This design comes from an exercise in tuning for small area, a short achievable clock period and few clock cycles on the open sky130 flow, not from production work. The RTL was checked by simulation tests, not by an equivalence proof against the original design.

// cvu
module cvu (
    input  wire        clk,
    input  wire        rst,
    input  wire        req_valid,
    output wire        req_ready,
    input  wire        req_write,
    input  wire [11:0] req_addr,
    input  wire [31:0] req_wdata,
    output reg         rsp_valid,
    output reg  [31:0] rsp_rdata,
    output reg         alert
);
For scale: roughly 13,000 cells after synthesis, ~1,600 flip-flops, roughly 83 I/O pins, roughly 120,000 um2 of cells after synthesis.
Settings: LEC_CHECK=0, CAP_MARGIN=30, CORE_MARGIN=2, CORE_UTILIZATION=30, PLACE_DENSITY=0.45, SLEW_MARGIN=30; clock period 24.0 ns.
standard.sh (not shown) runs the stock make flow with config.mk's settings and CLKGATE_MAP_FILE= SYNTH_SCRIPT=/design/flow/synth_recipe.tcl, a recipe that flattens the netlist after the stock synthesis.
==> flow/flow/run.sh <==
#!/bin/bash
set -euo pipefail
bash standard.sh SETUP_SLACK_MARGIN=18 CTS_CLUSTER_SIZE=25 CTS_CLUSTER_DIAMETER=80 CORE_UTILIZATION=40 PLACE_DENSITY=0.5 finish > standard.log 2>&1
Testbench counts at the start, summed over its fixed seeds: cycles 35,877.
Then changed:
==> flow/flow/run.sh (replaced) <==
#!/bin/bash
set -euo pipefail
bash standard.sh SETUP_SLACK_MARGIN=18 CTS_CLUSTER_SIZE=25 CTS_CLUSTER_DIAMETER=80 finish > standard.log 2>&1
After rerunning: The changed run completed without violations. Maximum frequency goes down by 1.9%. Clock-buffer cell count goes up by 4. Global-route usage falls by 9.2 points. Sequential share of layout area goes down by 0.77 points.

---

sierra:
cvu, a different RTL version from the one above (not shown whole).
Size in the first run: roughly 14,000 cells after synthesis, ~1,500 flip-flops, about 83 I/O pins, ~0.12 sq mm of cells after synthesis.
export LEC_CHECK = 0
export CAP_MARGIN = 30
export CORE_MARGIN = 2
export CORE_UTILIZATION = 30
export PLACE_DENSITY = 0.45
export SLEW_MARGIN = 30
create_clock -name core_clock -period 24.0 [get_ports {clk}]
==> flow/flow/run.sh <==
#!/bin/bash
set -euo pipefail
bash standard.sh SETUP_SLACK_MARGIN=18 CTS_CLUSTER_SIZE=25 CTS_CLUSTER_DIAMETER=80 finish > standard.log 2>&1
Testbench counts of sierra, summed over its fixed seeds: cycles 35,877.
The inputs of raven differ from those of sierra as listed below.
==> flow/flow/run.sh <==
#!/bin/bash
set -euo pipefail
bash standard.sh SETUP_SLACK_MARGIN=18 CTS_CLUSTER_SIZE=25 CTS_CLUSTER_DIAMETER=80 CORE_UTILIZATION=45 PLACE_DENSITY=0.55 finish > standard.log 2>&1
## What came out
Result: PASS for each of raven and sierra. Lower TritonCTS buffer count among raven and sierra: raven. Portion of the clock cycle consumed by the worst path in the final layout, raven and sierra: larger value in raven. On total detailed-routing wirelength: between raven and sierra, it ends up lower for raven. Final critical path time including I/O delays and setup sits higher in raven than in sierra.
Input-level comparison between harbor and raven:
==> flow/flow/run.sh <==
#!/bin/bash
set -euo pipefail
bash standard.sh SETUP_SLACK_MARGIN=18 "CTS_ARGS=-sink_clustering_enable -repair_clock_nets -sink_clustering_size 25 -sink_clustering_max_diameter 80 -apply_ndr full" finish > standard.log 2>&1
==> comparison <==
- The share of the clock period used by the worst path reported for harbor is smaller than that of raven by 0.42 points.
- Taking raven as the reference point, the number of filler instances in the final layout of harbor rises by 16,300.
- Setup WNS raven -> harbor: better
- Post-layout minimum cycle time was lower in the run labelled harbor.
- Diff raven -> harbor: area added between synthesis and finish moved up; sequential share of layout area now smaller.
- The final reports for harbor and raven show upper clock frequency limit higher in the former.
- The end point of the critical path comes out rsp_rdata[2]$_DFF_P_ in one run and req_ready in the other, namely in raven and harbor respectively.

---

cvu, a different RTL version from the one above (not shown whole).
For scale: about 13000 cells after synthesis, about 83 I/O pins, about 120000 um^2 of cells after synthesis.
// cvu
module cvu (
    input  wire        clk,
    input  wire        rst,
    input  wire        req_valid,
    output wire        req_ready,
    input  wire        req_write,
    input  wire [11:0] req_addr,
    input  wire [31:0] req_wdata,
    output reg         rsp_valid,
    output reg  [31:0] rsp_rdata,
    output reg         alert
);
export LEC_CHECK = 0
export CAP_MARGIN = 30
export CORE_MARGIN = 2
export CORE_UTILIZATION = 30
export PLACE_DENSITY = 0.45
export SLEW_MARGIN = 30
create_clock -name core_clock -period 24.0 [get_ports {clk}]
==> flow/flow/run.sh <==
#!/bin/bash
set -euo pipefail
bash standard.sh SETUP_SLACK_MARGIN=18 CTS_CLUSTER_SIZE=25 CTS_CLUSTER_DIAMETER=80 finish > standard.log 2>&1
Testbench counts at the start, summed over its fixed seeds: cycles 35,885.
Rerun with:
==> flow/flow/run.sh (replaced) <==
#!/bin/bash
set -euo pipefail
bash standard.sh SETUP_SLACK_MARGIN=18 CTS_CLUSTER_SIZE=25 CTS_CLUSTER_DIAMETER=80 CORE_UTILIZATION=60 PLACE_DENSITY=0.7 finish > standard.log 2>&1
After rerunning:
- routed wire length fell by 10%
- hold slack got worse by 0.0035 ns
- worst setup slack improved by 0.061 ns
- count of clock-buffer cells in the layout fell by 11
- cell area fell by 4.4%
- register-to-register slack got worse by 0.02 ns
- synthesized cell count is unchanged
- via count rose by 5.6%
Rerun with:
==> flow/flow/run.sh (replaced) <==
#!/bin/bash
set -euo pipefail
bash standard.sh SETUP_SLACK_MARGIN=18 CTS_CLUSTER_SIZE=25 CTS_CLUSTER_DIAMETER=80 CORE_UTILIZATION=40 PLACE_DENSITY=0.5 finish > standard.log 2>&1
=> The new run passed the timing, design-rule and antenna checks. Wire length went up by about 10%. Register-to-register slack improved by 0.03 ns. Utilization went down by 21 points. Sequential share of layout area went down by 0.80 points. Die area went up by 50%. Synthesized cell count does not change. Count of clock-buffer cells in the layout went up by 9. Non-clock buffer count went up by 43. Fmax went down by 1.0%.
Rerun with:
==> flow/flow/run.sh (replaced) <==
#!/bin/bash
set -euo pipefail
bash standard.sh SETUP_SLACK_MARGIN=18 CTS_CLUSTER_SIZE=25 CTS_CLUSTER_DIAMETER=80 CORE_UTILIZATION=50 PLACE_DENSITY=0.6 finish > standard.log 2>&1
Result:
- design area is lower by 1.2%
- setup slack improved by 0.14 ns
- clock-buffer cell count is lower by 4
- wire length is lower by 2.0%
- utilization is higher by 10 points
- worst hold slack barely changes

-- re-timing with driven ports --
The flow's constraints put no driver on any port. The routed layouts listed below were extracted and timed again, unchanged, in two steps. Step 1 assumes that a clkbuf_16 drives the clock port and a buf_2 every other input. Step 2 times the ports against the registers' clock, not the clock port: input delays grow and output delays shrink by t, the midpoint of the rising clock arrivals with the driver on. Slacks: ideal / step 1 / step 2; pairs: ideal / step 1.
| run | t (ns) | setup slack, ns | worst setup path after step 2 | latest minus earliest clock arrival (ns) | worst data-port slew with drivers (ns) |
|---|---|---|---|---|---|
| the first run of note 1 | 0.861 | 17.892 / 17.820 / 17.079 | input to register | 0.066 / 0.065 | 0.14 |
| the second run of note 1 | 0.893 | 17.777 / 17.833 / 16.952 | input to register | 0.080 / 0.080 | 0.07 |
| sierra | 1.026 | 17.740 / 17.624 / 16.945 | input to register | 0.095 / 0.095 | 0.09 |
| raven | 0.927 | 17.643 / 17.643 / 17.145 | input to register | 0.073 / 0.072 | 0.14 |
| harbor | 1.006 | 17.744 / 17.640 / 16.940 | input to register | 0.095 / 0.095 | 0.09 |
| the first run of note 3 | 0.970 | 17.842 / 17.746 / 17.190 | input to register | 0.122 / 0.123 | 0.09 |
| the second run of note 3 | 0.869 | 17.903 / 17.866 / 17.237 | input to register | 0.065 / 0.065 | 0.07 |
| the third run of note 3 | 0.875 | 17.839 / 17.751 / 17.216 | input to register | 0.058 / 0.058 | 0.09 |
| the fourth run of note 3 | 0.876 | 17.978 / 17.878 / 17.199 | input to register | 0.054 / 0.054 | 0.09 |
After both steps every run listed still meets setup and hold. The setup slack of the second run of note 1, which loses most, moves by +0.056 ns with the drivers and by -0.825 ns with both steps.
